This is an optimization exercise on Yosys and OpenROAD, whose aim is small area, a short achievable clock period and few clock cycles, not a production implementation.
Function was checked by simulation only, so behaviour that the tests miss may differ from the original.
Power and IR drop assume default switching activity.

## flow/design.v (module list and top-level ports; edited modules follow where they fit)
// module lay_dpu: 472 lines
// module lay_mul: 985 lines
// module lay_add57: 380 lines
// module lay_add25: 138 lines
// module lay_cmp24: 52 lines
module lay_dpu (
    input  wire        clk,
    input  wire        rst,           
    input  wire        cmd_valid,
    output wire        cmd_ready,
    input  wire [5:0]  cmd_op,
    input  wire [1:0]  cmd_acc,       
    input  wire [1:0]  cmd_lanes,     
    input  wire [1:0]  cmd_part,      
    input  wire [2:0]  cmd_t,         
    input  wire        cmd_sat,
    input  wire        cmd_rnd,       
    input  wire        cmd_int,       
    input  wire        cmd_trk,       
    input  wire [23:0] cmd_a,
    input  wire [23:0] cmd_b,
    input  wire [23:0] cmd_c,
    input  wire [23:0] cmd_d,
    input  wire [23:0] cmd_e,
    output reg         rsp_valid,
    output reg  [23:0] rsp_data,
    output reg         rsp_annul,
    output reg  [5:0]  rsp_flags,
    output reg  [4:0]  rsp_bx
);
  // ...
==> flow/flow/run.sh <==
#!/bin/bash
# Layout flow: the standard flow (standard.sh), with ORFS's timing
# repair asked to leave a setup margin (so that it sizes and buffers the
# paths that set the achieved period) and the ports buffered with buf_4.
export SETUP_SLACK_MARGIN=14.8
export BUFFER_PORTS_ARGS="-buffer_cell sky130_fd_sc_hd__buf_4"
bash standard.sh > standard.log 2>&1
==> flow/standard.sh <==
#!/bin/bash
# synth_recipe.tcl (not shown) runs the flow's synth.tcl, then flattens the netlist and writes it again
# the make line also repeats each setting of config.mk as NAME=value (left out here)
make -C /OpenROAD-flow-scripts/flow DESIGN_CONFIG=/design/flow/config.mk WORK_HOME=/design/flow/orfs CLKGATE_MAP_FILE= SYNTH_SCRIPT=/design/flow/synth_recipe.tcl "${@:-finish}"
==> flow/config.mk <==
export PLATFORM = sky130hd
export DESIGN_NAME = lay_dpu
export DESIGN_NICKNAME = lay_dpu
export VERILOG_FILES = /design/flow/design.v
export SDC_FILE = /design/flow/constraint.sdc
export NUM_CORES = 8
export LEC_CHECK = 0
export ABC_AREA = 1
export CAP_MARGIN = 20
export CORE_MARGIN = 2
export CORE_UTILIZATION = 30
export CTS_CLUSTER_DIAMETER = 120
export CTS_CLUSTER_SIZE = 22
export PLACE_DENSITY = 0.5
export SLEW_MARGIN = 20
==> flow/constraint.sdc <==
create_clock -name core_clock -period 20.0 [get_ports {clk}]
set_input_delay 4.0000 -clock core_clock [delete_from_list [all_inputs] [get_ports {clk}]]
set_output_delay 4.0000 -clock core_clock [all_outputs]
set_load 0.01 [all_outputs]
==> qor.csv, run 1 <==
metric,value,unit
power_leader,combinational cells,
timing.critical_path.to,r1[11],
r2r.worst_path.cells,17,
leading_cell_type_in_the_layout_fill_and_taps_excluded,sky130_fd_sc_hd__nand2_1,
final.setup_skew,24.16,ps
multi_input_area_share,58.56,%
postCtsSetupBuffers,40,
routedWlPerCell,27.46,µm
layoutNonFillerInstCount,11110,
fin_crit_sh,26.38,%
fp.coreArea,197200,µm²
final-nonclk-buf-share,6.150,%
synth.distinct_cells,74,
leakagePower,0.02890,µW
cts-buffers-inserted,41,
area_delta_synth_final,14.44,%
clkPwrFrac,9.6,%
synth.ff_latch_count,688,
globalRouteTotalUtil,28.58,%
p_sw,5366,µW
yosys.cell_count.top_type,sky130_fd_sc_hd__nand2_1,
timing_startpoint_of_the_critical_path,a0[7],
run_status,"complete, no violations",
hp-start,annul2,
global_route.peak_usage_layer,met2,
routed-via-count,62220,
first_iter_violations,7588,
viasPerCell,5.603,
nonClockBufferCount,500,
clock_tree_area_fraction,1.759,%
worstHoldEndpoint,rsp_annul,
critPathLaunchType,register,
placement.cell_area,63930,µm²
groute.layer.met2.usage,44.23,%
power_density_over_the_cells,142.1,nW/µm²
initial_core_utilization,30.19,%
synth_top_flop_cell,sky130_fd_sc_hd__dfxtp_1,
Testbench counts, summed over its fixed seeds: cycles 11,472.
==> run 2: changes to the inputs <==
==> flow/flow/run.sh (replaced) <==
#!/bin/bash
# Layout flow: the standard flow (standard.sh), with ORFS's timing
# repair asked to leave a setup margin (so that it sizes and buffers the
# paths that set the achieved period) and the ports buffered with buf_4.
export SETUP_SLACK_MARGIN=14.7
export BUFFER_PORTS_ARGS="-buffer_cell sky130_fd_sc_hd__buf_4"
bash standard.sh > standard.log 2>&1
==> run 2 against run 1 <==
  * Sequential power hardly changed
  * Via count hardly changed
  * Combinational power is 0.6% lower
  * Cell area is 0.59% lower
  * Global-route usage hardly changed
  * Hold slack better by 0.81 ps
  * Flip-flop and latch count stayed put
  * Critical path depth is 3 lower
  * Clock skew is 2.6 ps higher
  * Non-clock buffer count is 27 lower
  * Largest cell class unchanged
  * First-iteration DRC count is 2.0% higher
  * Still clean
  * Maximum frequency is 0.58% lower
==> qor.csv, run 2 <==
metric,value,unit,change
run_status,"complete, no violations",,
worst_slack,14690,ps,
drive_gt1_share,11.18,%,
routedWlPerCell,27.39,µm,-0.25%
yosysTopAreaCellShare,17.92,%,
hold_class,register to register,,
place_congestion,1.156,,
fin_crit_sh,26.53,%,+0.15 points
post-synth-top-area-cell,sky130_fd_sc_hd__dfxtp_1,,
number_of_enable_flip_flop_cells_after_synthesis,155,,
first_iter_violations,7743,,+2.0%
synthesis.area,59540,µm²,
grt_overflow,0,,
leakagePower,0.02877,µW,-0.46%
register_cell_area_after_layout,15390,µm²,
peakVddDrop,0.0001851,V,
crit-reg2reg-launch,c_scla,,
remaining_drc_errors,0,,
number_of_global_route_vias_before_repair,58840,,
reg2reg_to,acc0[23],,
totalWireLength,303300,µm,
yosys-top-cells-count,"sky130_fd_sc_hd__nand2_1 (1983), sky130_fd_sc_hd__inv_1 (974), sky130_fd_sc_hd__o21ai_0 (648)",,
layout.cells.most_common_list,"sky130_fd_sc_hd__nand2_1 (1944), sky130_fd_sc_hd__inv_1 (945), sky130_fd_sc_hd__o21ai_0 (621)",,
slew_headroom,9.704,%,
period_minus_slack,5306,ps,
finalSetupViolations,0,,
power_density_over_the_cells,142.4,nW/µm²,+0.23%
filler_cell_count,21360,,
routed-via-count,62190,,-0.045%
place_worst_setup_slack,13680,ps,
synth.distinct_cells,74,,unchanged
final.setup_skew,26.80,ps,+2.643 ps
tritoncts,built,,
ctsLongestPathBuffers,3,,
cts_hold_buf,0,,
synth_instances,8407,,
final_antenna_net_count,0,,
max_clock_freq,188.5,MHz,
worstPathMaxFanout,58,,
root_buffer,sky130_fd_sc_hd__clkbuf_16,,
slew_at_the_pin_closest_to_its_max_slew_limit,1340,ps,
critPathRequiredTime,20590,ps,
clock_insertion_delay_worst_skew,670,ps,
globalRouteTotalUtil,28.56,%,about the same
yosys-top-cells-area,"sky130_fd_sc_hd__dfxtp_1 (18%), sky130_fd_sc_hd__nand2_1 (13%), sky130_fd_sc_hd__fa_1 (9.7%), sky130_fd_sc_hd__edfxtp_1 (7.8%), sky130_fd_sc_hd__inv_1 (6.1%)",,
final_core_util,34.34,%,
final_max_slew_viol_count,0,,
critPathLaunchType,register,,
area_delta_synth_final,13.76,%,
drt_pass1_iterations,7,,
worst-setup-path-type,register to register,,
cts-buffers-inserted,41,,unchanged
die_h,449.5,µm,
initial_core_utilization,30.19,%,unchanged
asyncSetResetFlopFracSynth,0,%,
grt_antenna_before_repair,26,,
final_hold_viol_count,0,,
wire_length_of_the_first_global_routing_pass,426800,µm,
multi_input_area,39810,µm²,
viasPerCell,5.618,,+0.26%
h_tree_level_count,2,,
r2r.worst_path.cells,14,,-3
avgSynthCellArea,7.082,µm²,
fp-row-count,163,,
timing.critical_path.to,acc0[23],,
dp_hpwl,217200,µm,
chipWidth,449.5,µm,
yosys.cell_count.top_type,sky130_fd_sc_hd__nand2_1,,
cts.sink_count,688,,
fp.coreArea,197200,µm²,unchanged
die_area,202000,µm²,
worst-endpoint-arrival,5900,ps,
worstSetupEndpointType,register,,
post_layout_nets,9106,,
synth.ff_latch_count,688,,unchanged
syn-num-nets,9115,,
ys_warn_count,1,,
setup_total_negative_slack,0,ps,
synth_sequential_area_ratio,25.74,%,
ff2ff_setup_slack,14690,ps,
leading_cell_type_in_the_layout_fill_and_taps_excluded,sky130_fd_sc_hd__nand2_1,,
synth_top_flop_cell,sky130_fd_sc_hd__dfxtp_1,,
grt_setup_unrepaired,yes,,
worst_setup_hold_path_clk_slew,100,ps,
drv.max_cap_violation_count,0,,
pin_count,180,,
port_buffers,179,,
grt_start_max_net_pins,100,,
timing_startpoint_of_the_critical_path,c_scla,,
[run 2: cell count changes in the layout (fill, tap and decap cells not counted), sizes merged]
cell	previous run	this run
clkinvlp	32	25
nand2	2004	2003
inv	975	981
diode	21	15
buf	492	467
clkbuf	58	56
clkinv	44	46
o21ai	739	738
[run 2: worst min-delay path by stage]
stage	from	endpoint	slack [ps]	cells past startpoint
2_1_floorplan	c_rdbx	rdbx2	310	0
3_3_place_gp	annul2	rsp_annul	310	0
3_5_place_dp	annul2	rsp_annul	310	0
4_1_cts	annul2	rsp_annul	340	0
5_1_grt	annul2	rsp_annul	350	0
6_report	annul2	rsp_annul	330	0
[run 2: worst max-delay path, stage by stage (launching register included)]
cell and delay [ps]:
sky130_fd_sc_hd__dfxtp_4 500, sky130_fd_sc_hd__buf_6 340, sky130_fd_sc_hd__o21ai_0 1060, sky130_fd_sc_hd__mux2i_1 290
sky130_fd_sc_hd__mux2i_1 260, sky130_fd_sc_hd__mux2i_1 150, sky130_fd_sc_hd__nand2_1 100, sky130_fd_sc_hd__nand2_1 50
sky130_fd_sc_hd__o21ai_0 1020, sky130_fd_sc_hd__inv_1 210, sky130_fd_sc_hd__nand2_1 150, sky130_fd_sc_hd__a21oi_1 140
sky130_fd_sc_hd__o21ai_1 610, sky130_fd_sc_hd__nand2_1 110, sky130_fd_sc_hd__a21oi_1 150
[run 2: cell families (layout without fill, tap and decap cells)]
| family | Yosys count | after routing | synth area share [%] |
|---|---|---|---|
| AND/OR/NAND/NOR | 2952 | 2958 | 20.21 |
| adder cells (fa/ha/maj) | 566 | 566 | 15.53 |
| AO/OA/AOI/OAI | 2142 | 2144 | 21.17 |
| XOR/XNOR | 446 | 446 | 6.561 |
| multiplexers | 38 | 38 | 0.6388 |
| other | 0 | 15 | 0 |
| buffers and inverters | 1575 | 1576 | 10.15 |
| flip-flops | 688 | 688 | 25.74 |
[run 2: report_power, final]
part	leakage [µW]	switching (µW)	internal, µW
logic	0.0222	4720	2250
clock network	0.000577	538	391
registers	0.00600	101	1640
[run 2: final cells by class]
| type | count | area share [%] |
|---|---|---|
| Timing Repair Buffer | 473 | 5.771 |
| Timing Repair inverter | 4 | 0.05172 |
| Clock buffer | 51 | 1.570 |
| Tap cell | 2640 | 4.877 |
| Clock inverter | 10 | 0.1995 |
| Multi-Input combinational cell | 6152 | 58.77 |
| Sequential cell | 688 | 22.72 |
| Antenna cell | 15 | 0.05542 |
| Inverter | 1038 | 5.981 |
[run 2: per-layer routing]
| layer | routed length (µm) | up-vias | GRT usage [%] | part of all wire (%) |
|---|---|---|---|---|
| met5 | 53 | - | 0.3078 | 0.017 |
| met4 | 20280 | 8 | 16.21 | 6.7 |
| met3 | 30140 | 825 | 6.687 | 9.9 |
| met2 | 131900 | 3483 | 44.05 | 44 |
| met1 | 120900 | 29980 | 36.47 | 40 |
| li1 | - | 27890 | - | - |
[run 2: per-stage QoR]
stage	power (µW)	cells	hold slack, ps	cell area (µm²)
2_1_floorplan	5147	8407	309.6	59540
3_3_place_gp	7949	10870	314.1	63930
3_5_place_dp	7979	10870	313.6	63930
4_1_cts	9062	10960	335.2	65860
5_1_grt	10160	11060	345.6	67690
6_report	9648	11070	330.3	67730
[run 2: what timing repair did]
action | CTS | global route
buffers inserted | 22 | 87
pin swaps | 10 | 57
endpoints found under the hold margin | 0 | 0
resized for setup | 115 | 256
endpoints found under the setup margin | 371 | 367
gates cloned | 6 | 11
==> run 3: changes to the inputs <==
==> flow/flow/run.sh (replaced) <==
#!/bin/bash
# Layout flow: the standard flow (standard.sh), with ORFS's timing
# repair asked to leave a setup margin (so that it sizes and buffers the
# paths that set the achieved period) and the ports buffered with buf_4.
export SETUP_SLACK_MARGIN=14.9
export BUFFER_PORTS_ARGS="-buffer_cell sky130_fd_sc_hd__buf_4"
bash standard.sh > standard.log 2>&1
==> run 3 against run 2 <==
  * Maximum frequency rose by 1.5%
  * Wire length rose by 4.1%
  * Non-clock buffer count rose by 60
  * Via count rose by 0.82%
  * Die area did not move
  * Register-to-register slack improved by 280 ps
  * Area after synthesis did not move
  * Critical path depth fell by 13
  * Cell count rose by 0.54%
  * Power fell by 0.35%
  * Combinational power fell by 1%
  * Largest cell class unchanged
  * Largest power group unchanged
==> qor.csv, run 3 <==
metric,value,unit,change
post-synth-top-area-cell,sky130_fd_sc_hd__dfxtp_1,,
post_layout_nets,9169,,+0.69%
synthAdderAreaFrac,15.53,%,unchanged
largest_family_of_logic_cells_by_synthesized_area,compound AO/OA/AOI/OAI gates,,
multiplexer_share_of_the_synthesized_area,0.6388,%,unchanged
fp.coreArea,197200,µm²,unchanged
initial_core_utilization,30.19,%,unchanged
worstPathMaxFanout,1,,-98%
port_buffers,179,,unchanged
worstHoldEndpoint,rsp_annul,,
finalSetupViolations,0,,unchanged
gr_util_met3,4.938,%,-1.7 points
critical_path.max_stage_delay,410,ps,-650 ps
yosys-top-cells-area,"sky130_fd_sc_hd__dfxtp_1 (18%), sky130_fd_sc_hd__nand2_1 (13%), sky130_fd_sc_hd__fa_1 (9.7%), sky130_fd_sc_hd__edfxtp_1 (7.8%), sky130_fd_sc_hd__inv_1 (6.1%)",,
final_hold_viol_count,0,,unchanged
peakVddDrop,0.0001404,V,-24%
synth_top_flop_cell,sky130_fd_sc_hd__dfxtp_1,,
sequentialPowerShare,18.2,%,about the same
synth-compound-area-share,21.17,%,unchanged
period_minus_slack,5227,ps,-79.20 ps
synth_instances,8407,,unchanged
globalRouteMet1Util,37.93,%,+1.5 points
run_status,"complete, no violations",,
fp-row-count,163,,unchanged
yosys-top-cells-count,"sky130_fd_sc_hd__nand2_1 (1983), sky130_fd_sc_hd__inv_1 (974), sky130_fd_sc_hd__o21ai_0 (648)",,
first_iter_violations,7742,,-0.013%
grt_setup_unrepaired,yes,,
power_density_over_the_cells,139.8,nW/µm²,-1.8%
dp_hpwl,226300,µm,+4.2%
critPathLaunchType,register,,
chipWidth,449.5,µm,unchanged
pin_count,180,,unchanged
routed-via-count,62700,,+0.82%
number_of_global_route_vias_before_repair,59540,,+1.2%
critPathRequiredTime,16000,ps,-4590 ps
groute.layer.met2.usage,46.92,%,+2.9 points
global_route.peak_usage_layer,met2,,
place_congestion,1.076,,-6.9%
leading_cell_type_in_the_layout_fill_and_taps_excluded,sky130_fd_sc_hd__nand2_1,,
leakagePower,0.02912,µW,+1.2%
fin_crit_sh,26.13,%,-0.40 points
wire_length_of_the_first_global_routing_pass,439800,µm,+3.0%
die_area,202000,µm²,unchanged
worst-endpoint-arrival,1230,ps,-4670 ps
syn-num-nets,9115,,unchanged
clock_insertion_delay_worst_skew,700,ps,+30 ps
pwr-share-comb,71.8,%,-0.5 points
yosys.area_share.simple,20.21,%,unchanged
r2r.worst_path.cells,29,,+15
yosysTopAreaCellShare,17.92,%,unchanged
final_core_util,34.86,%,+0.52 points
worst_setup_hold_path_clk_slew,90,ps,about the same
synth_sequential_area_ratio,25.74,%,unchanged
avgSynthCellArea,7.082,µm²,unchanged
remaining_drc_errors,0,,unchanged
max_clock_freq,191.3,MHz,+1.5%
internal_power,4295,µW,+0.15%
ctsLongestPathBuffers,3,,unchanged
layout.cells.most_common_list,"sky130_fd_sc_hd__nand2_1 (1937), sky130_fd_sc_hd__inv_1 (928), sky130_fd_sc_hd__o21ai_0 (600)",,
final.setup_skew,70.53,ps,+43.73 ps
worstSetupEndpointType,primary output,,
drive_gt1_share,12.99,%,+1.8 points
p_sw,5319,µW,-0.76%
totalWireLength,315600,µm,+4.1%
crit_path_top_delay_cell,sky130_fd_sc_hd__edfxtp_1,,
cp_cell_sequence,buf_6,,
grt_overflow,0,,unchanged
grt_antenna_before_repair,25,,-3.8%
final_max_slew_viol_count,0,,unchanged
crit-reg2reg-launch,zv2[23],,
cts.sink_count,688,,unchanged
grt_start_max_net_pins,104,,+4.0%
worst-setup-path-type,register to primary output,,
setup_total_negative_slack,0,ps,unchanged
synth_xor_xnor_area_share,6.561,%,unchanged
slew_at_the_pin_closest_to_its_max_slew_limit,1148,ps,-191.8 ps
drv.max_cap_violation_count,0,,unchanged
tritoncts,built,,
hold_class,register to register,,
asyncSetResetFlopFracSynth,0,%,unchanged
ys_warn_count,1,,unchanged
synth.distinct_cells,74,,unchanged
slew_headroom,22.63,%,+13 points
critPathBufInv,1,,-1
final_antenna_net_count,0,,unchanged
area_delta_synth_final,15.48,%,
globalRouteTotalUtil,29.58,%,+1.0 points
synthesis.area,59540,µm²,unchanged
reg2reg_to,shamt[1],,
viasPerCell,5.633,,+0.27%
drt_pass1_iterations,8,,+1
yosys.cell_count.top_type,sky130_fd_sc_hd__nand2_1,,
die_h,449.5,µm,unchanged
cts-buffers-inserted,41,,unchanged
number_of_enable_flip_flop_cells_after_synthesis,155,,unchanged
hp-start,annul2,,
root_buffer,sky130_fd_sc_hd__clkbuf_16,,
power.share.switching,55.32,%,-0.23 points
routedWlPerCell,28.35,µm,+3.5%
min_path_cells,0,,unchanged
clkPwrFrac,10.0,%,+0.4 points
ff2ff_setup_slack,14970,ps,+280 ps
h_tree_level_count,2,,unchanged
synth.ff_latch_count,688,,unchanged
critical_path.top_delay_family,flip-flops,,
[run 3: cell counts after synthesis]
Identical to the previous run, type by type.
[run 3: kinds of logic after synthesis]
family	Yosys count
simple gates	2952
compound gates	2142
buf+inv	1575
flops	688
fa+ha+maj	566
xor+xnor	446
mux	38
[run 3: final cells by class]
type	instances	area (µm²)
Timing Repair inverter	5	33.78
Multi-Input combinational cell	6154	39950
Tap cell	2640	3303
Inverter	1038	4133
Antenna cell	9	22.52
Sequential cell	688	15440
Clock inverter	13	205.2
Timing Repair Buffer	533	4594
Clock buffer	51	1074
Fill cell	21070	128500
[run 3: power groups by stage]
| stage | clock [µW] | sequential, µW | combinational [µW] |
|---|---|---|---|
| 2_1_floorplan | 0 | 1720 | 3420 |
| 3_3_place_gp | 0 | 1780 | 6180 |
| 3_5_place_dp | 0 | 1790 | 6190 |
| 4_1_cts | 988 | 1750 | 6360 |
| 5_1_grt | 1030 | 1760 | 7390 |
| 6_report | 963 | 1750 | 6900 |
[run 3: worst max path at each step]
stage          slack, ps  startpoint  cells past startpoint         to
2_1_floorplan      14940   cmd_op[3]                      8      rdy_q
3_3_place_gp       13160       c_acc                     26   acc3[47]
3_5_place_dp       13190       c_acc                     26   acc1[47]
4_1_cts            14730   rsp_bx[1]                      1  rsp_bx[1]
5_1_grt            14640     zv2[23]                     27   shamt[1]
6_report           14770   rsp_bx[1]                      1  rsp_bx[1]
[run 3: per-layer routing]
layer | up-vias | wire length, µm
li1 | 28040 | -
met1 | 30480 | 126800
met2 | 3381 | 139400
met3 | 791 | 27110
met4 | 10 | 22190
met5 | - | 98
[run 3: repair_timing]
action / in CTS / in global routing
gates resized for setup: 251 / 291
setup buffers: 60 / 102
endpoints found under the setup margin: 422 / 409
endpoints found under the hold margin: 0 / 0
gates cloned: 7 / 16
hold buffers: 0 / 0
pin swaps: 8 / 74
[run 3: stage by stage]
stage	total power, µW	std cells	area, µm²	setup WS, ps	hold slack, ps
2_1_floorplan	5147	8407	59540	14940	309.6
3_3_place_gp	7966	10870	63950	13160	312.8
3_5_place_dp	7979	10870	63970	13190	315.3
4_1_cts	9099	11000	66600	14730	335.8
5_1_grt	10180	11120	68730	14640	334.8
6_report	9614	11130	68750	14770	331.9
[run 3: worst reg2reg max path, delay by kind of cell (launching register included)]
kind / cells / cell delay [ps]
buf+inv: 3 / 290
simple gates: 16 / 1750
mux: 1 / 210
flops: 1 / 440
fa+ha+maj: 3 / 1010
compound gates: 6 / 1180
==> run 4: changes to the inputs <==
--- a/flow/config.mk
+++ b/flow/config.mk
@@ -5,7 +5,6 @@
 export SDC_FILE = /design/flow/constraint.sdc
 export NUM_CORES = 8
 export LEC_CHECK = 0
-export ABC_AREA = 1
 export CAP_MARGIN = 20
 export CORE_MARGIN = 2
 export CORE_UTILIZATION = 30
==> run 4 against run 3 <==
  * Still clean on timing, DRC and antenna
  * Via count fell by 8.9%
  * Core utilization rose by 0.80 points
  * Die area fell by 0.41%
  * Sequential power barely moved
  * Flip-flop and latch count did not move
  * Cell count fell by 13%
  * Area after synthesis fell by 0.42%
  * Critical endpoint is now zv2[4]
  * Highest routed layer unchanged
==> qor.csv, run 4 <==
metric,value,unit,change
yosys-top-cells-count,"sky130_fd_sc_hd__nand2_1 (633), sky130_fd_sc_hd__inv_1 (562), sky130_fd_sc_hd__dfxtp_1 (533)",,
yosys.cell_count.top_type,sky130_fd_sc_hd__nand2_1,,
yosys-top-cells-area,"sky130_fd_sc_hd__dfxtp_1 (18%), sky130_fd_sc_hd__fa_1 (9.7%), sky130_fd_sc_hd__edfxtp_1 (7.9%), sky130_fd_sc_hd__ha_1 (5.9%), sky130_fd_sc_hd__a22oi_1 (4.6%)",,
slew_at_the_pin_closest_to_its_max_slew_limit,1252,ps,+103.9 ps
worst-setup-path-type,register to register,,
initial_core_utilization,30.13,%,-0.063 points
finalSetupViolations,0,,unchanged
register_cell_area_after_layout,15440,µm²,about the same
yosysTopAreaCellShare,18.00,%,+0.075 points
crit-reg2reg-launch,c_acc,,
gr_util_met3,6.726,%,+1.8 points
pin_count,180,,unchanged
avgSynthCellArea,8.610,µm²,+22%
synth.ff_latch_count,688,,unchanged
leading_cell_type_in_the_layout_fill_and_taps_excluded,sky130_fd_sc_hd__nand2_1,,
fin_crit_sh,26.55,%,+0.41 points
number_of_enable_flip_flop_cells_after_synthesis,155,,unchanged
numPlacedInstances,9335,,-14%
grt_setup_unrepaired,yes,,
globalRouteMet1Util,35.74,%,-2.2 points
synth_sequential_area_ratio,25.85,%,+0.11 points
root_buffer,sky130_fd_sc_hd__clkbuf_16,,
asyncSetResetFlopFracSynth,0,%,unchanged
power_density_over_the_cells,137.1,nW/µm²,-2.0%
multi_input_area,42470,µm²,+6.3%
place_congestion,1.058,,-1.7%
tritoncts,built,,
groute.layer.met2.usage,42.93,%,-4.0 points
final.setup_skew,54.00,ps,-16.54 ps
drive_gt1_share,18.90,%,+5.9 points
final_hold_viol_count,0,,unchanged
global_route.peak_usage_layer,met2,,
placement.cell_area,63950,µm²,about the same
h_tree_level_count,2,,unchanged
worstSetupEndpointType,register,,
leakagePower,0.02814,µW,-3.3%
final_max_slew_viol_count,0,,unchanged
routedWlPerCell,30.78,µm,+8.6%
dp_hpwl,199800,µm,-12%
synth.distinct_cells,92,,+24%
filler_cell_count,20270,,-3.8%
worst-endpoint-arrival,5930,ps,+4700 ps
critPathRequiredTime,20620,ps,+4620 ps
fp-row-count,163,,unchanged
crit_path_top_delay_cell,sky130_fd_sc_hd__a222oi_1,,
post-synth-top-area-cell,sky130_fd_sc_hd__dfxtp_1,,
max_clock_freq,188.3,MHz,-1.6%
hold_class,register to register,,
grt_antenna_before_repair,20,,-20%
final_antenna_net_count,0,,unchanged
r2r.worst_path.cells,22,,-24%
area_delta_synth_final,18.38,%,
wire_length_of_the_first_global_routing_pass,411600,µm,-6.4%
period_minus_slack,5310,ps,+82.90 ps
layout.cells.most_common_list,"sky130_fd_sc_hd__nand2_1 (600), sky130_fd_sc_hd__inv_1 (556), sky130_fd_sc_hd__dfxtp_1 (467)",,
ys_warn_count,1,,unchanged
critical-path-top-cell-by-count,sky130_fd_sc_hd__buf_12,,
peakVddDrop,0.0001393,V,-0.79%
number_of_global_route_vias_before_repair,55000,,-7.6%
post_layout_nets,7670,,-16%
clock_insertion_delay_worst_skew,700,ps,about the same
critPathLaunchType,register,,
layoutNonFillerInstCount,9630,,-13%
grt_overflow,0,,unchanged
cts.sink_count,688,,unchanged
die_h,448.6,µm,-0.21%
timing_startpoint_of_the_critical_path,c_acc,,
finalPower,9622,µW,about the same
drt_pass1_iterations,8,,unchanged
run_status,"complete, no violations",,
setup_total_negative_slack,0,ps,unchanged
routed-via-count,57110,,-8.9%
worstPathMaxFanout,6,,+5
slew_headroom,16.00,%,-6.6 points
globalRouteTotalUtil,27.74,%,-1.8 points
first_iter_violations,7468,,-3.5%
hp-start,annul2,,
remaining_drc_errors,0,,unchanged
synth_instances,6886,,-18%
drv.max_cap_violation_count,0,,unchanged
totalWireLength,296400,µm,-6.1%
design_area,70190,µm²,+2.1%
die_area,201200,µm²,-0.41%
synthesis.area,59290,µm²,-0.42%
min_path_cells,0,,unchanged
syn-num-nets,7594,,-17%
chipWidth,448.6,µm,-0.21%
port_buffers,179,,unchanged
fp.coreArea,196800,µm²,-0.21%
critical_path.max_stage_delay,680,ps,+270 ps
cp_cell_sequence,buf_12 > a222oi_1 > fa_1 > inv_2 > ha_4 > a2111oi_4 > o21ai_2 > a221oi_2 > a31oi_2 > buf_4 > a21oi_4 > buf_12 > nand2_8 > a22oi_2 > xor2_2 > or4_4 > nor4b_4 > buf_6 > buf_12 > o21a_4 > nand2_1 > nand4_1,,
ctsLongestPathBuffers,3,,unchanged
viasPerCell,5.930,,+5.3%
grt_start_max_net_pins,89,,-14%
cts-buffers-inserted,41,,unchanged
worst_setup_hold_path_clk_slew,90,ps,about the same
synth_top_flop_cell,sky130_fd_sc_hd__dfxtp_1,,
run 4: critical path: cells and delay by family (launching register included):
| kind | cells | cell delay (ps) |
|---|---|---|
| AOI/OAI and AO/OA | 8 | 2190 |
| and+or+nand+nor | 5 | 970 |
| buffers and inverters | 6 | 840 |
| adders and majority gates | 2 | 750 |
| DFF | 1 | 390 |
| xor gates and xnor gates | 1 | 110 |
run 4: cell families (layout without fill, tap and decap cells):
logic type | Yosys count | after routing | share of synthesized area (%)
buffers and inverters | 1154 | 1233 | 7.401
multiplexers | 416 | 416 | 9.135
AND/OR/NAND/NOR | 1636 | 1639 | 12.61
other | 0 | 7 | 0
adder cells (fa/ha/maj) | 566 | 566 | 15.59
AO/OA/AOI/OAI | 1955 | 1969 | 22.44
XOR/XNOR | 471 | 472 | 6.970
flip-flops | 688 | 688 | 25.85
run 4: routing by layer:
metal / routed length [µm] / vias to the layer above
met3: 29060 / 903
li1: - / 24680
met4: 20190 / 6
met5: 156 / -
met1: 117500 / 28210
met2: 129500 / 3310
run 4: final timing paths:
path | end | slack (ps)
max | zv2[4] | 14690
min | rsp_annul | 330
min reg2reg | rsp_annul | 330
max reg2reg | zv2[4] | 14690
run 4: area by class of cell:
cell class                 count  share of cell area, %
multi-input combinational   5062                  60.50
sequential                   688                  22.00
timing repair buffer         598                  7.849
tap                         2640                  4.706
inverter                     571                  3.080
clock buffer                  52                  1.610
clock inverter                12                 0.2300
antenna                        7                0.02496
run 4: power by group:
| part | switching, µW | internal, µW |
|---|---|---|
| clock | 555 | 414 |
| sequential | 128 | 1640 |
| combinational | 4440 | 2440 |
run 4: through the flow:
| stage | hold slack (ps) | utilization (%) | worst slack, ps |
|---|---|---|---|
| 2_1_floorplan | 309.6 | - | 14920 |
| 3_3_place_gp | 312.6 | 32.48 | 13210 |
| 3_5_place_dp | 316.4 | 32.49 | 13290 |
| 4_1_cts | 335.1 | 34.41 | 14710 |
| 5_1_grt | 341.1 | 35.66 | 14590 |
| 6_report | 332.2 | 35.66 | 14690 |
run 4: repair_timing:
item,CTS,global route
setup endpoints to repair,406,403
cloned,16,16
setup buffers,96,94
gates resized for setup,363,384
hold buffers,0,0
pin swaps,67,194
==> run 5: changes to the inputs <==
--- a/flow/config.mk
+++ b/flow/config.mk
@@ -5,6 +5,7 @@
 export SDC_FILE = /design/flow/constraint.sdc
 export NUM_CORES = 8
 export LEC_CHECK = 0
+export ABC_AREA = 1
 export CAP_MARGIN = 20
 export CORE_MARGIN = 2
 export CORE_UTILIZATION = 30
@@ -12,3 +13,4 @@
 export CTS_CLUSTER_SIZE = 22
 export PLACE_DENSITY = 0.5
 export SLEW_MARGIN = 20
+export TNS_END_PERCENT = 5
==> run 5 against run 4 <==
  * Area after synthesis is 0.42% higher
  * Cell count grew 15%
  * Die area rose by 0.41%
  * Maximum frequency rose by 1.0%
==> qor.csv, run 5 <==
metric,value,unit,change
yosys-top-cells-count,"sky130_fd_sc_hd__nand2_1 (1983), sky130_fd_sc_hd__inv_1 (974), sky130_fd_sc_hd__o21ai_0 (648)",,
worstHoldEndpoint,rsp_annul,,
yosys.cell_count.top_type,sky130_fd_sc_hd__nand2_1,,
post_layout_nets,9129,,+19%
ys_warn_count,1,,unchanged
worst_slack,14740,ps,+53.80 ps
syn-num-nets,9115,,+20%
clock_insertion_delay_worst_skew,710,ps,about the same
dp_hpwl,226300,µm,+13%
final_antenna_net_count,0,,unchanged
layout.cells.most_common_list,"sky130_fd_sc_hd__nand2_1 (1945), sky130_fd_sc_hd__inv_1 (939), sky130_fd_sc_hd__o21ai_0 (609)",,
final.setup_skew,73.40,ps,+19.40 ps
finalPower,9528,µW,-0.98%
worstPathMaxFanout,19,,+13
peakVddDrop,0.0001465,V,+5.2%
place_worst_setup_slack,13190,ps,-103.8 ps
hp-start,annul2,,
die_h,449.5,µm,+0.21%
worst-endpoint-arrival,5780,ps,-150 ps
globalRouteTotalUtil,29.48,%,+1.7 points
drt_pass1_iterations,9,,+1
slew_at_the_pin_closest_to_its_max_slew_limit,1297,ps,+45.02 ps
place_congestion,1.076,,+1.7%
ff2ff_setup_slack,14740,ps,+50 ps
critPathLaunchType,register,,
yosysTopAreaCellShare,17.92,%,-0.075 points
final_max_slew_viol_count,0,,unchanged
initial_core_utilization,30.19,%,+0.063 points
tritoncts,built,,
slew_headroom,13.21,%,-2.8 points
totalWireLength,313800,µm,+5.9%
max_clock_freq,190.3,MHz,+1.0%
drv.max_cap_violation_count,0,,unchanged
fin_crit_sh,26.28,%,-0.27 points
remaining_drc_errors,0,,unchanged
worst-setup-path-type,register to register,,
run_status,"complete, no violations",,
wire_length_of_the_first_global_routing_pass,438600,µm,+6.6%
crit-reg2reg-launch,a0[9],,
chipWidth,449.5,µm,+0.21%
grt_overflow,0,,unchanged
h_tree_level_count,2,,unchanged
yosys-top-cells-area,"sky130_fd_sc_hd__dfxtp_1 (18%), sky130_fd_sc_hd__nand2_1 (13%), sky130_fd_sc_hd__fa_1 (9.7%), sky130_fd_sc_hd__edfxtp_1 (7.8%), sky130_fd_sc_hd__inv_1 (6.1%)",,
power_density_over_the_cells,140.3,nW/µm²,+2.4%
period_minus_slack,5256,ps,-53.80 ps
synthesis.area,59540,µm²,+0.42%
synth_sequential_area_ratio,25.74,%,-0.11 points
finalSetupViolations,0,,unchanged
routed-via-count,62360,,+9.2%
avgSynthCellArea,7.082,µm²,-18%
critPathRequiredTime,20530,ps,-90 ps
leakagePower,0.02883,µW,+2.5%
min_path_cells,0,,unchanged
pin_count,180,,unchanged
post-synth-top-area-cell,sky130_fd_sc_hd__dfxtp_1,,
synth_top_flop_cell,sky130_fd_sc_hd__dfxtp_1,,
drive_gt1_share,11.64,%,-7.3 points
cts.sink_count,688,,unchanged
grt_start_max_net_pins,104,,+17%
fp.coreArea,197200,µm²,+0.21%
worstSetupEndpointType,register,,
die_area,202000,µm²,+0.41%
number_of_global_route_vias_before_repair,59320,,+7.9%
hold_class,register to register,,
final_hold_viol_count,0,,unchanged
root_buffer,sky130_fd_sc_hd__clkbuf_16,,
leading_cell_type_in_the_layout_fill_and_taps_excluded,sky130_fd_sc_hd__nand2_1,,
first_iter_violations,7599,,+1.8%
worst_setup_hold_path_clk_slew,100,ps,about the same
grt_antenna_before_repair,25,,+25%
synth.ff_latch_count,688,,unchanged
routedWlPerCell,28.29,µm,-8.1%
reg2reg_to,r1[11],,
synth_instances,8407,,+22%
fp-row-count,163,,unchanged
area_delta_synth_final,14.05,%,
grt_setup_unrepaired,yes,,
cts-buffers-inserted,41,,unchanged
port_buffers,179,,unchanged
number_of_enable_flip_flop_cells_after_synthesis,155,,unchanged
synth.distinct_cells,74,,-20%
setup_total_negative_slack,0,ps,unchanged
asyncSetResetFlopFracSynth,0,%,unchanged
viasPerCell,5.624,,-5.2%
ctsLongestPathBuffers,3,,unchanged
r2r.worst_path.cells,17,,-23%
==> run 5: changes by cell type after synthesis, moves of 231 or more <==
cell	previous run	this run
sky130_fd_sc_hd__xnor2_1	306	51
sky130_fd_sc_hd__xor2_1	164	395
sky130_fd_sc_hd__o22ai_1	58	428
sky130_fd_sc_hd__o21ai_0	398	648
sky130_fd_sc_hd__nand2_1	633	1983
sky130_fd_sc_hd__a22oi_1	365	11
sky130_fd_sc_hd__inv_1	562	974
==> run 5: through the flow <==
stage | cell area [µm²] | utilization, % | hold WS, ps | instances
after floorplan | 59540 | - | 309.6 | 8407
after global placement | 63950 | 32.43 | 312.8 | 10870
after detailed placement | 63970 | 32.44 | 315.3 | 10870
after CTS | 66180 | 33.56 | 335.8 | 10990
after global routing | 67890 | 34.42 | 342.2 | 11080
final | 67910 | 34.43 | 335.8 | 11090
==> run 5: what timing repair did <==
action,in CTS,in global routing
hold buffers,0,0
resized for setup,156,236
pin swaps,8,50
buffers inserted,45,83
gates cloned,6,11
setup endpoints to repair,422,422
==> run 5: layer usage <==
| metal | global-route usage (%) | vias to the layer above | wire [µm] |
|---|---|---|---|
| met4 | 16.41 | 14 | 21300 |
| met1 | 37.89 | 30190 | 125700 |
| met2 | 46.81 | 3418 | 139000 |
| li1 | - | 27950 | - |
| met3 | 4.982 | 788 | 27600 |
| met5 | 0 | - | 135 |
==> run 5: cell families after synthesis <==
logic type / after synthesis / share of synthesized area, %
AO/OA/AOI/OAI: 2142 / 21.17
XOR/XNOR: 446 / 6.561
adder cells (fa/ha/maj): 566 / 15.53
buffers and inverters: 1575 / 10.15
flip-flops: 688 / 25.74
multiplexers: 38 / 0.6388
AND/OR/NAND/NOR: 2952 / 20.21
==> run 5: layout make-up <==
type | count | area, µm²
Multi-Input combinational cell | 6152 | 39750
Clock buffer | 51 | 1074
Timing Repair Buffer | 495 | 4051
Tap cell | 2640 | 3303
Sequential cell | 688 | 15400
Fill cell | 21130 | 129300
Clock inverter | 13 | 205.2
Inverter | 1038 | 4076
Antenna cell | 7 | 17.52
Timing Repair inverter | 5 | 33.78
==> run 5: worst max-delay path: stages (launching register included) <==
cell and delay [ps]:
sky130_fd_sc_hd__edfxtp_1 350, sky130_fd_sc_hd__buf_4 270, sky130_fd_sc_hd__clkinvlp_4 440, sky130_fd_sc_hd__ha_1 490
sky130_fd_sc_hd__inv_1 50, sky130_fd_sc_hd__a21oi_1 150, sky130_fd_sc_hd__o21bai_1 100, sky130_fd_sc_hd__a21oi_1 180
sky130_fd_sc_hd__a21oi_1 90, sky130_fd_sc_hd__o2111ai_1 340, sky130_fd_sc_hd__nand2_1 410, sky130_fd_sc_hd__nor2_1 710
sky130_fd_sc_hd__clkinv_2 570, sky130_fd_sc_hd__o22ai_1 250, sky130_fd_sc_hd__a2111oi_0 90, sky130_fd_sc_hd__o211ai_1 140
sky130_fd_sc_hd__nor2_1 110, sky130_fd_sc_hd__a21oi_1 330
==> run 5: worst max-delay path by stage <==
stage	from	to
finish	a0[9]	r1[11]
global route	zv2[23]	shamt[1]
floorplan	cmd_op[3]	rdy_q
CTS	rsp_bx[1]	rsp_bx[1]
global placement	c_acc	acc3[47]
detailed placement	c_acc	acc1[47]
==> run 5: power by group <==
part | switching [µW] | total (µW) | internal [µW] | leakage [µW]
combinational | 4630 | 6810 | 2190 | 0.0222
sequential | 104 | 1750 | 1640 | 0.00600
clock | 559 | 965 | 406 | 0.000623
==> run 6: changes to the inputs <==
--- a/flow/config.mk
+++ b/flow/config.mk
@@ -11,6 +11,6 @@
 export CORE_UTILIZATION = 30
 export CTS_CLUSTER_DIAMETER = 120
 export CTS_CLUSTER_SIZE = 22
+export GPL_ROUTABILITY_DRIVEN = 0
 export PLACE_DENSITY = 0.5
 export SLEW_MARGIN = 20
-export TNS_END_PERCENT = 5
==> run 6 against run 5 <==
  * Synthesized cell count unchanged
  * Worst setup slack got worse by 40 ps
  * Largest power group unchanged
  * Flip-flop and latch count unchanged
  * Still clean
  * Register-to-register slack got worse by 30 ps
  * Count of clock-buffer cells in the layout unchanged
  * Hold slack about the same
  * Power increased by 2.5%
==> qor.csv, run 6 <==
metric,value,unit,change
run_status,"complete, no violations",,
ys_warn_count,1,,unchanged
worstSetupEndpointType,primary output,,
power.share.switching,55.70,%,+0.16 points
critical_path.top_delay_family,flip-flops,,
final_hold_viol_count,0,,unchanged
pin_count,180,,unchanged
finalSetupViolations,0,,unchanged
die_area,202000,µm²,unchanged
setup_total_negative_slack,0,ps,unchanged
cts-buffers-inserted,41,,unchanged
timing_startpoint_of_the_critical_path,rsp_bx[4],,
first_iter_violations,9503,,+25%
final_antenna_net_count,0,,unchanged
worstPathMaxFanout,1,,-18
yosys-top-cells-count,"sky130_fd_sc_hd__nand2_1 (1983), sky130_fd_sc_hd__inv_1 (974), sky130_fd_sc_hd__o21ai_0 (648)",,
grt_setup_unrepaired,yes,,
finalPower,9762,µW,+2.5%
critical_path.max_stage_delay,420,ps,-290 ps
critPathRequiredTime,16000,ps,-4530 ps
synth_top_flop_cell,sky130_fd_sc_hd__dfxtp_1,,
number_of_enable_flip_flop_cells_after_synthesis,155,,unchanged
internal_power,4325,µW,+2.1%
synth.ff_latch_count,688,,unchanged
yosys-top-cells-area,"sky130_fd_sc_hd__dfxtp_1 (18%), sky130_fd_sc_hd__nand2_1 (13%), sky130_fd_sc_hd__fa_1 (9.7%), sky130_fd_sc_hd__edfxtp_1 (7.8%), sky130_fd_sc_hd__inv_1 (6.1%)",,
fp.coreArea,197200,µm²,unchanged
max_clock_freq,188.8,MHz,-0.75%
yosysTopAreaCellShare,17.92,%,unchanged
sequentialPowerShare,18.0,%,-0.4 points
fin_crit_sh,26.48,%,+0.20 points
wire_length_of_the_first_global_routing_pass,415200,µm,-5.3%
final_max_slew_viol_count,0,,unchanged
reg2reg_to,acc2[23],,
viasPerCell,5.724,,+1.8%
design_area,68630,µm²,+1.1%
clkPwrFrac,9.9,%,-0.2 points
post-synth-top-area-cell,sky130_fd_sc_hd__dfxtp_1,,
ff2ff_setup_slack,14710,ps,-30 ps
initial_core_utilization,30.19,%,unchanged
drt_pass1_iterations,14,,+5
p_sw,5437,µW,+2.7%
final.setup_skew,82.15,ps,+8.748 ps
crit-reg2reg-launch,c_scla,,
worst-endpoint-arrival,1300,ps,-4480 ps
leakagePower,0.02913,µW,+1.0%
grt_start_max_net_pins,195,,+88%
grt_antenna_before_repair,17,,-32%
peakVddDrop,0.0001685,V,+15%
root_buffer,sky130_fd_sc_hd__clkbuf_16,,
die_h,449.5,µm,unchanged
drive_gt1_share,12.53,%,+0.89 points
chipWidth,449.5,µm,unchanged
post_layout_nets,9177,,+0.53%
slew_headroom,20.09,%,+6.9 points
port_buffers,179,,unchanged
syn-num-nets,9115,,unchanged
pwr-share-comb,72.1,%,+0.6 points
worst-setup-path-type,register to primary output,,
tritoncts,built,,
dp_hpwl,201800,µm,-11%
h_tree_level_count,2,,unchanged
area_delta_synth_final,15.26,%,
totalWireLength,293000,µm,-6.6%
synthesis.area,59540,µm²,unchanged
avgSynthCellArea,7.082,µm²,unchanged
number_of_global_route_vias_before_repair,59890,,+0.95%
synth.distinct_cells,74,,unchanged
slew_at_the_pin_closest_to_its_max_slew_limit,1186,ps,-111.3 ps
ctsLongestPathBuffers,3,,unchanged
routedWlPerCell,26.30,µm,-7.0%
placement.cell_area,63840,µm²,-0.20%
period_minus_slack,5296,ps,+39.90 ps
final_core_util,34.80,%,+0.37 points
layout.cells.most_common_list,"sky130_fd_sc_hd__nand2_1 (1937), sky130_fd_sc_hd__inv_1 (934), sky130_fd_sc_hd__o21ai_0 (616)",,
worst_setup_hold_path_clk_slew,100,ps,about the same
numPlacedInstances,10850,,-0.17%
hold_class,register to register,,
asyncSetResetFlopFracSynth,0,%,unchanged
clock_insertion_delay_worst_skew,740,ps,+30 ps
yosys.cell_count.top_type,sky130_fd_sc_hd__nand2_1,,
power_density_over_the_cells,142.2,nW/µm²,+1.4%
crit_path_top_delay_cell,sky130_fd_sc_hd__edfxtp_1,,
critPathBufInv,1,,-3
remaining_drc_errors,0,,unchanged
fp-row-count,163,,unchanged
grt_overflow,0,,unchanged
globalRouteTotalUtil,27.34,%,-2.1 points
leading_cell_type_in_the_layout_fill_and_taps_excluded,sky130_fd_sc_hd__nand2_1,,
layoutNonFillerInstCount,11140,,+0.46%
cts.sink_count,688,,unchanged
synth_instances,8407,,unchanged
routed-via-count,63770,,+2.2%
worstSetupPathDepth,1,,-16
drv.max_cap_violation_count,0,,unchanged
critPathLaunchType,register,,
timing.critical_path.to,rsp_bx[4],,
cp_cell_sequence,buf_6,,
r2r.worst_path.cells,17,,unchanged
synth_sequential_area_ratio,25.74,%,unchanged
cts_hold_buf,0,,unchanged
## run 6: changes by cell type in the layout (fill, tap and decap cells not counted), sizes merged
| cell | delta |
|---|---|
| buf | +45 |
| clkinvlp | +6 |
| inv | -5 |
| diode | +4 |
| clkbuf | +3 |
| nand2 | -2 |
| o21ai | +2 |
| bufinv | -1 |
| clkinv | -1 |
## run 6: what timing repair did
action	4_1_cts	5_1_grt
resized for setup	196	263
pin swaps	27	69
hold endpoints to repair	0	0
setup buffers	52	137
setup endpoints to repair	421	394
gates cloned	10	13
## run 6: cell type report
type / count / area [µm²]
fillers: 21110 / 128600
repair buffers: 543 / 4693
repair inverters: 5 / 33.78
inverters: 1038 / 4068
clock inverters: 12 / 191.4
multi-input cells: 6152 / 39820
diodes: 11 / 27.53
well taps: 2640 / 3303
clock buffers: 51 / 1064
flip-flops and latches: 688 / 15420
## run 6: per-stage QoR
step | hold slack [ps] | setup WS, ps
after CTS | 341.0 | 14700
after detailed placement | 319.8 | 13710
after floorplan | 309.6 | 14940
final | 335.9 | 14700
after global placement | 319.5 | 13750
after global routing | 346.2 | 14630
## run 6: worst min path at each step
stage / to / slack, ps / cells after the start / start
after floorplan: rdbx2 / 310 / 0 / c_rdbx
after global placement: rdf2 / 320 / 0 / c_rdf
after detailed placement: rdf2 / 320 / 0 / c_rdf
after CTS: rdf2 / 340 / 0 / c_rdf
after global routing: rdf2 / 350 / 0 / c_rdf
final: rdf2 / 340 / 0 / c_rdf
## run 6: kinds of logic after synthesis
kind of cell | count (synthesis) | share of synthesized area, %
simple gates | 2952 | 20.21
fa+ha+maj | 566 | 15.53
xor+xnor | 446 | 6.561
buf+inv | 1575 | 10.15
mux | 38 | 0.6388
compound gates | 2142 | 21.17
flops | 688 | 25.74
## run 6: worst register-to-register path: stages, from the launching register on
cell	delay, ps
sky130_fd_sc_hd__dfxtp_4	700
sky130_fd_sc_hd__buf_6	630
sky130_fd_sc_hd__nand2_1	110
sky130_fd_sc_hd__o21ai_1	480
sky130_fd_sc_hd__o21ai_0	350
sky130_fd_sc_hd__nand2_1	120
sky130_fd_sc_hd__o21ai_0	150
sky130_fd_sc_hd__inv_1	80
sky130_fd_sc_hd__o21ai_0	160
sky130_fd_sc_hd__nand2_1	140
sky130_fd_sc_hd__nand2_1	50
sky130_fd_sc_hd__o21ai_0	900
sky130_fd_sc_hd__inv_1	160
sky130_fd_sc_hd__nand2_1	130
sky130_fd_sc_hd__a21oi_1	170
sky130_fd_sc_hd__o21ai_1	620
sky130_fd_sc_hd__nand2_1	100
sky130_fd_sc_hd__a21oi_1	180
## run 6: power groups by stage
| stage | clock network [µW] | logic (µW) | registers [µW] |
|---|---|---|---|
| global placement | 0 | 5940 | 1780 |
| global route | 1030 | 7410 | 1770 |
| floorplan | 0 | 3420 | 1720 |
| detailed placement | 0 | 5980 | 1790 |
| finish | 970 | 7040 | 1750 |
| CTS | 985 | 6120 | 1750 |
## run 6: metal layers
layer  vias up  share of wire [%]  track usage, %  routed length [µm]
li1      28060                  -               -                   -
met4        12                7.1           16.08               20850
met2      4111                 42           41.38              124500
met3      1116                 12           8.798               34280
met1     30470                 39           33.80              113100
met5         -              0.091          0.9470                 268
==> run 7: changes to the inputs <==
--- a/flow/config.mk
+++ b/flow/config.mk
@@ -11,6 +11,5 @@
 export CORE_UTILIZATION = 30
 export CTS_CLUSTER_DIAMETER = 120
 export CTS_CLUSTER_SIZE = 22
-export GPL_ROUTABILITY_DRIVEN = 0
-export PLACE_DENSITY = 0.5
+export PLACE_DENSITY = 0.6
 export SLEW_MARGIN = 20
==> run 7 against run 6 <==
  * Still clean on timing, DRC and antenna
  * Highest routed layer unchanged
  * Power down 1.4%
  * Critical path depth unchanged
  * Sequential power about the same
  * First-iteration DRC count down 12%
  * Critical endpoint is now rsp_bx[0]
  * Flip-flop and latch count unchanged
  * Cell count grew 0.24%
  * Maximum frequency grew 1.0%
  * Combinational power is 2% lower
  * Die area unchanged
  * Via count barely moved
==> qor.csv, run 7 <==
metric,value,unit,change
placement.cell_area,63890,µm²,about the same
grt_overflow,0,,unchanged
worstPathMaxFanout,1,,unchanged
multi_input_area,39940,µm²,+0.29%
die_area,202000,µm²,unchanged
dp_hpwl,216800,µm,+7.4%
tritoncts,built,,
critical_path.max_stage_delay,420,ps,about the same
min_path_cells,0,,unchanged
grt_start_max_net_pins,217,,+11%
period_minus_slack,5243,ps,-52.30 ps
die_h,449.5,µm,unchanged
yosysTopAreaCellShare,17.92,%,unchanged
ff2ff_setup_slack,14900,ps,+190 ps
worst_setup_hold_path_clk_slew,90,ps,about the same
leakagePower,0.02930,µW,+0.57%
slew_headroom,17.70,%,-2.4 points
yosys.cell_count.top_type,sky130_fd_sc_hd__nand2_1,,
crit-reg2reg-launch,b0[16],,
routedWlPerCell,27.61,µm,+5.0%
layoutNonFillerInstCount,11170,,+0.24%
area_delta_synth_final,16.11,%,
worst-endpoint-arrival,1240,ps,-60 ps
layout.cells.most_common_list,"sky130_fd_sc_hd__nand2_1 (1926), sky130_fd_sc_hd__inv_1 (933), sky130_fd_sc_hd__o21ai_0 (602)",,
crit_path_top_delay_cell,sky130_fd_sc_hd__edfxtp_1,,
critPathBufInv,1,,unchanged
critical_path.top_delay_family,flip-flops,,
final_hold_viol_count,0,,unchanged
remaining_drc_errors,0,,unchanged
number_of_enable_flip_flop_cells_after_synthesis,155,,unchanged
grt_antenna_before_repair,25,,+8
register_cell_area_after_layout,15440,µm²,+0.14%
synth_top_flop_cell,sky130_fd_sc_hd__dfxtp_1,,
synthesis.area,59540,µm²,unchanged
post-synth-top-area-cell,sky130_fd_sc_hd__dfxtp_1,,
worst_hold_slack,332.6,ps,-3.234 ps
drt_pass1_iterations,8,,-6
fp.coreArea,197200,µm²,unchanged
leading_cell_type_in_the_layout_fill_and_taps_excluded,sky130_fd_sc_hd__nand2_1,,
wire_length_of_the_first_global_routing_pass,428400,µm,+3.2%
critPathLaunchType,register,,
worst-setup-path-type,register to primary output,,
cts-buffers-inserted,42,,+2.4%
final.setup_skew,64.55,ps,-17.60 ps
ctsLongestPathBuffers,3,,unchanged
hp-start,annul2,,
power_density_over_the_cells,139.2,nW/µm²,-2.1%
syn-num-nets,9115,,unchanged
reg2reg_to,r1[11],,
routed-via-count,63720,,-0.067%
drive_gt1_share,13.31,%,+0.78 points
peakVddDrop,0.0001183,V,-30%
yosys-top-cells-area,"sky130_fd_sc_hd__dfxtp_1 (18%), sky130_fd_sc_hd__nand2_1 (13%), sky130_fd_sc_hd__fa_1 (9.7%), sky130_fd_sc_hd__edfxtp_1 (7.8%), sky130_fd_sc_hd__inv_1 (6.1%)",,
fin_crit_sh,26.22,%,-0.26 points
hold_class,register to register,,
cts.sink_count,688,,unchanged
final_antenna_net_count,0,,unchanged
worstSetupEndpointType,primary output,,
synth.distinct_cells,74,,unchanged
clock_insertion_delay_worst_skew,700,ps,-40 ps
globalRouteTotalUtil,28.65,%,+1.3 points
synth_instances,8407,,unchanged
critPathRequiredTime,16000,ps,about the same
timing_startpoint_of_the_critical_path,rsp_bx[0],,
setup_total_negative_slack,0,ps,unchanged
synth.ff_latch_count,688,,unchanged
yosys-top-cells-count,"sky130_fd_sc_hd__nand2_1 (1983), sky130_fd_sc_hd__inv_1 (974), sky130_fd_sc_hd__o21ai_0 (648)",,
avgSynthCellArea,7.082,µm²,unchanged
fp-row-count,163,,unchanged
first_iter_violations,8349,,-12%
root_buffer,sky130_fd_sc_hd__clkbuf_16,,
h_tree_level_count,2,,unchanged
pin_count,180,,unchanged
cp_cell_sequence,buf_6,,
asyncSetResetFlopFracSynth,0,%,unchanged
r2r.worst_path.cells,16,,-1
number_of_global_route_vias_before_repair,58980,,-1.5%
viasPerCell,5.706,,-0.31%
worst_slack,14760,ps,+52.30 ps
cts_hold_buf,0,,unchanged
post_layout_nets,9202,,+0.27%
synth_sequential_area_ratio,25.74,%,unchanged
run_status,"complete, no violations",,
drv.max_cap_violation_count,0,,unchanged
grt_setup_unrepaired,yes,,
max_clock_freq,190.7,MHz,+1.0%
ys_warn_count,1,,unchanged
totalWireLength,308300,µm,+5.2%
design_area,69130,µm²,+0.74%
numPlacedInstances,10870,,+0.12%
worstHoldEndpoint,rsp_annul,,
filler_cell_count,20970,,-0.68%
place_congestion,1.146,,
slew_at_the_pin_closest_to_its_max_slew_limit,1222,ps,+35.39 ps
port_buffers,179,,unchanged
chipWidth,449.5,µm,unchanged
finalSetupViolations,0,,unchanged
place_worst_setup_slack,13160,ps,-552.1 ps
initial_core_utilization,30.19,%,unchanged
final_max_slew_viol_count,0,,unchanged
[run 7: cell count changes in the layout (fill, tap and decap cells not counted), moves of 7 or more]
cell	previous run	this run
sky130_fd_sc_hd__nand2_1	1937	1926
sky130_fd_sc_hd__o22ai_1	426	418
sky130_fd_sc_hd__buf_4	453	475
sky130_fd_sc_hd__o21ai_1	50	60
sky130_fd_sc_hd__o21ai_0	616	602
sky130_fd_sc_hd__dfxtp_1	472	459
sky130_fd_sc_hd__nand2_2	48	56
sky130_fd_sc_hd__dfxtp_2	52	63
sky130_fd_sc_hd__o22ai_2	1	8
sky130_fd_sc_hd__o21ai_2	50	58
[run 7: power breakdown]
group / internal (µW) / total [µW] / switching [µW]
logic: 2300 / 6900 / 4600
clock network: 424 / 973 / 549
registers: 1650 / 1750 / 106
total: 4370 / 9630 / 5260
[run 7: worst max-delay path by stage]
stage | end | slack [ps] | depth (start not counted)
floorplan | rdy_q | 14940 | 8
global placement | acc2[46] | 13140 | 26
detailed placement | acc2[46] | 13160 | 26
CTS | rsp_bx[0] | 14720 | 1
global route | shamt[3] | 14640 | 39
finish | rsp_bx[0] | 14760 | 1
[run 7: layout make-up]
cell class | instances | area share, %
diodes | 10 | 0.03620
clock buffers | 53 | 1.594
clock inverters | 14 | 0.3258
inverters | 1038 | 5.960
multi-input cells | 6152 | 57.77
flip-flops and latches | 688 | 22.34
well taps | 2640 | 4.778
repair buffers | 565 | 7.122
repair inverters | 7 | 0.07058
[run 7: cells by family after synthesis]
family	after synthesis	share of synthesized area (%)
AND/OR/NAND/NOR	2952	20.21
AO/OA/AOI/OAI	2142	21.17
buffers and inverters	1575	10.15
flip-flops	688	25.74
adder cells (fa/ha/maj)	566	15.53
XOR/XNOR	446	6.561
multiplexers	38	0.6388
[run 7: timing repair]
item / in CTS / in global routing
cloned: 10 / 17
setup buffers: 81 / 115
resized for setup: 280 / 260
pin swaps: 38 / 80
endpoints found under the setup margin: 417 / 413
[run 7: layer usage]
metal  GRT usage [%]  wire length, µm
met5          0.1420               73
met4           17.57            23960
met3           6.653            33520
met2           43.58           131600
met1           36.62           119100
[run 7: per-stage QoR]
step | utilization [%] | total power [µW]
2_1_floorplan | - | 5147
3_3_place_gp | 32.39 | 7755
3_5_place_dp | 32.40 | 7825
4_1_cts | 33.95 | 9002
5_1_grt | 35.04 | 10110
6_report | 35.06 | 9626
==> run 8: changes to the inputs <==
--- a/flow/config.mk
+++ b/flow/config.mk
@@ -8,8 +8,8 @@
 export ABC_AREA = 1
 export CAP_MARGIN = 20
 export CORE_MARGIN = 2
-export CORE_UTILIZATION = 30
+export CORE_UTILIZATION = 35
 export CTS_CLUSTER_DIAMETER = 120
 export CTS_CLUSTER_SIZE = 22
-export PLACE_DENSITY = 0.6
+export PLACE_DENSITY = 0.55
 export SLEW_MARGIN = 20
==> run 8 against run 7 <==
  * Largest power group unchanged
  * Die area fell by 14%
  * Critical path depth did not move
  * Critical endpoint is now rsp_flags[2]
  * Power rose by 0.83%
  * Register-to-register slack barely moved
  * Sequential power barely moved
  * Cell count fell by 4.1%
  * Combinational power rose by 2%
==> qor.csv, run 8 <==
metric,value,unit,change
p_sw,5349,µW,+1.8%
power_density_over_the_cells,142.6,nW/µm²,+2.4%
h_tree_level_count,2,,unchanged
number_of_global_route_vias_before_repair,58960,,-0.036%
routedWlPerCell,28.05,µm,+1.6%
clkPwrFrac,9.5,%,-0.6 points
peakVddDrop,0.0001828,V,+55%
critical_path.top_delay_family,flip-flops,,
grt_setup_unrepaired,yes,,
ys_warn_count,1,,unchanged
yosys.cell_count.top_type,sky130_fd_sc_hd__nand2_1,,
routed-via-count,62700,,-1.6%
hold_class,register to register,,
worstSetupEndpointType,primary output,,
max_clock_freq,190.9,MHz,about the same
number_of_enable_flip_flop_cells_after_synthesis,155,,unchanged
grt_antenna_before_repair,22,,-12%
fin_crit_sh,26.20,%,about the same
dp_hpwl,213200,µm,-1.6%
critPathBufInv,1,,unchanged
fp-row-count,151,,-7.4%
place_congestion,1.088,,-5.1%
totalWireLength,300300,µm,-2.6%
worst-endpoint-arrival,1240,ps,about the same
final_max_slew_viol_count,0,,unchanged
slew_at_the_pin_closest_to_its_max_slew_limit,1146,ps,-75.92 ps
worst_hold_slack,334.9,ps,+2.251 ps
critical_path.max_stage_delay,400,ps,-20 ps
final_antenna_net_count,0,,unchanged
period_minus_slack,5240,ps,-3.900 ps
cp_cell_sequence,buf_6,,
critPathRequiredTime,16000,ps,about the same
grt_start_max_net_pins,169,,-22%
die_area,173400,µm²,-14%
port_buffers,179,,unchanged
numPlacedInstances,10440,,-4.0%
pwr-share-comb,72.4,%,+0.7 points
synth_instances,8407,,unchanged
root_buffer,sky130_fd_sc_hd__clkbuf_16,,
synth.distinct_cells,74,,unchanged
avgSynthCellArea,7.082,µm²,unchanged
area_delta_synth_final,14.34,%,
worst-setup-path-type,register to primary output,,
layout.cells.most_common_list,"sky130_fd_sc_hd__nand2_1 (1922), sky130_fd_sc_hd__inv_1 (927), sky130_fd_sc_hd__o21ai_0 (612)",,
final_hold_viol_count,0,,unchanged
post_layout_nets,9165,,-0.40%
placement.cell_area,63290,µm²,-0.95%
internal_power,4357,µW,-0.29%
cts-buffers-inserted,39,,-7.1%
slew_headroom,23.34,%,+5.6 points
viasPerCell,5.856,,+2.6%
tritoncts,built,,
drt_pass1_iterations,8,,unchanged
yosys-top-cells-count,"sky130_fd_sc_hd__nand2_1 (1983), sky130_fd_sc_hd__inv_1 (974), sky130_fd_sc_hd__o21ai_0 (648)",,
drv.max_cap_violation_count,0,,unchanged
die_h,416.4,µm,-7.4%
drive_gt1_share,13.13,%,-0.19 points
yosys-top-cells-area,"sky130_fd_sc_hd__dfxtp_1 (18%), sky130_fd_sc_hd__nand2_1 (13%), sky130_fd_sc_hd__fa_1 (9.7%), sky130_fd_sc_hd__edfxtp_1 (7.8%), sky130_fd_sc_hd__inv_1 (6.1%)",,
finalSetupViolations,0,,unchanged
synth_sequential_area_ratio,25.74,%,unchanged
cts.sink_count,688,,unchanged
synth.ff_latch_count,688,,unchanged
run_status,"complete, no violations",,
initial_core_utilization,35.21,%,+5.0 points
design_area,68080,µm²,-1.5%
post-synth-top-area-cell,sky130_fd_sc_hd__dfxtp_1,,
asyncSetResetFlopFracSynth,0,%,unchanged
worst_setup_hold_path_clk_slew,90,ps,about the same
fp.coreArea,169100,µm²,-14%
first_iter_violations,7807,,-6.5%
synthesis.area,59540,µm²,unchanged
chipWidth,416.4,µm,-7.4%
yosysTopAreaCellShare,17.92,%,unchanged
ctsLongestPathBuffers,3,,unchanged
final_core_util,40.26,%,+5.2 points
remaining_drc_errors,0,,unchanged
setup_total_negative_slack,0,ps,unchanged
critPathLaunchType,register,,
power.share.switching,55.11,%,+0.51 points
syn-num-nets,9115,,unchanged
grt_overflow,0,,unchanged
clock_insertion_delay_worst_skew,710,ps,about the same
sequentialPowerShare,18.1,%,about the same
globalRouteTotalUtil,32.97,%,+4.3 points
wire_length_of_the_first_global_routing_pass,420300,µm,-1.9%
worstPathMaxFanout,1,,unchanged
final.setup_skew,83.62,ps,+19.07 ps
synth_top_flop_cell,sky130_fd_sc_hd__dfxtp_1,,
layoutNonFillerInstCount,10710,,-4.1%
leading_cell_type_in_the_layout_fill_and_taps_excluded,sky130_fd_sc_hd__nand2_1,,
crit_path_top_delay_cell,sky130_fd_sc_hd__edfxtp_1,,
pin_count,180,,unchanged
leakagePower,0.02905,µW,-0.83%
-- run 8: stage by stage --
step	setup slack, ps	power (µW)
finish	14760	9706
floorplan	14940	5147
detailed placement	13480	7968
global route	14710	10180
global placement	13470	7929
CTS	14720	9168
-- run 8: logic make-up after synthesis --
| group | after synthesis | share of synthesized area (%) |
|---|---|---|
| AO/OA/AOI/OAI | 2142 | 21.17 |
| flip-flops | 688 | 25.74 |
| buffers and inverters | 1575 | 10.15 |
| multiplexers | 38 | 0.6388 |
| XOR/XNOR | 446 | 6.561 |
| AND/OR/NAND/NOR | 2952 | 20.21 |
| adder cells (fa/ha/maj) | 566 | 15.53 |
-- run 8: power groups by stage --
stage          logic, µW  registers [µW]  clock network (µW)
2_1_floorplan       3420            1720                   0
3_3_place_gp        6140            1790                   0
3_5_place_dp        6180            1790                   0
4_1_cts             6470            1760                 943
5_1_grt             7430            1770                 985
6_report            7020            1760                 922
-- run 8: worst register-to-register path, cell delays in order, from the launching register on --
cell and delay (ps):
sky130_fd_sc_hd__edfxtp_1 370, sky130_fd_sc_hd__buf_4 190, sky130_fd_sc_hd__buf_4 170, sky130_fd_sc_hd__nand2_1 80
sky130_fd_sc_hd__inv_1 50, sky130_fd_sc_hd__nor2_1 500, sky130_fd_sc_hd__clkinvlp_2 790, sky130_fd_sc_hd__o22ai_1 420
sky130_fd_sc_hd__xor2_1 130, sky130_fd_sc_hd__fa_1 510, sky130_fd_sc_hd__inv_1 50, sky130_fd_sc_hd__fa_1 530
sky130_fd_sc_hd__fa_1 550, sky130_fd_sc_hd__inv_1 60, sky130_fd_sc_hd__fa_1 530
-- run 8: final timing paths --
check                from           end  slack, ps  cells past startpoint
min reg2reg        c_rdbx         rdbx2        330                      0
max reg2reg        a0[19]       ms1[21]      14890                     14
min                c_rdbx         rdbx2        330                      0
max          rsp_flags[2]  rsp_flags[2]      14760                      1
-- run 8: area by class of cell --
| class | instances | area (µm²) |
|---|---|---|
| fill | 17770 | 101000 |
| multi-input combinational | 6150 | 39940 |
| sequential | 688 | 15450 |
| timing repair buffer | 533 | 4508 |
| inverter | 1038 | 4120 |
| tap | 2218 | 2775 |
| clock buffer | 52 | 1056 |
| clock inverter | 10 | 153.9 |
| timing repair inverter | 7 | 45.04 |
| antenna | 10 | 25.02 |
-- run 8: repair_timing --
action,4_1_cts,5_1_grt
hold endpoints to repair,0,0
cloned,8,11
setup endpoints to repair,414,404
hold buffers,0,0
resized for setup,274,276
setup buffers,86,93
pin swaps,34,63
-- run 8: layer usage --
layer / track usage, % / vias to the layer above / share of wire (%)
met5: 0 / - / 0.018
met4: 20.29 / 8 / 7.5
met2: 51.15 / 3556 / 43
met1: 42.03 / 30190 / 40
li1: - / 28040 / -
met3: 6.651 / 902 / 9.4

-- what the ideal ports hide --
In the flow no input, the clock included, has a driving cell. The finished layouts below were timed again as built, in two steps.
Step 1, drivers: a clkbuf_16 drives clk and a buf_2 each remaining input, both assumed.
Step 2 times the ports against the registers' clock, not the clock port: input delays grow and output delays shrink by t, the midpoint of the rising clock arrivals with the driver on.
Three values: no drivers, after step 1, after step 2; two values: the first two.
run | t, ns | setup slack, ns | worst setup path at the end | slew at the worst register clock pin (ns)
run 1 | 0.736 | 14.725 / 14.715 / 14.406 | input to register | 0.11 / 0.11
run 2 | 0.742 | 14.694 / 14.694 / 14.427 | input to register | 0.11 / 0.11
run 3 | 0.750 | 14.773 / 14.691 / 14.545 | input to register | 0.12 / 0.12
run 4 | 0.763 | 14.690 / 14.675 / 14.690 | register to register | 0.11 / 0.11
run 5 | 0.752 | 14.744 / 14.690 / 14.545 | input to register | 0.12 / 0.12
run 6 | 0.777 | 14.704 / 14.627 / 14.512 | input to register | 0.11 / 0.11
run 7 | 0.754 | 14.757 / 14.672 / 14.524 | input to register | 0.10 / 0.10
run 8 | 0.754 | 14.761 / 14.671 / 14.550 | input to register | 0.11 / 0.11
After both steps every run listed still meets setup and hold. The setup slack of run 1, which loses most, moves by -0.010 ns with the drivers and by -0.319 ns with both steps.
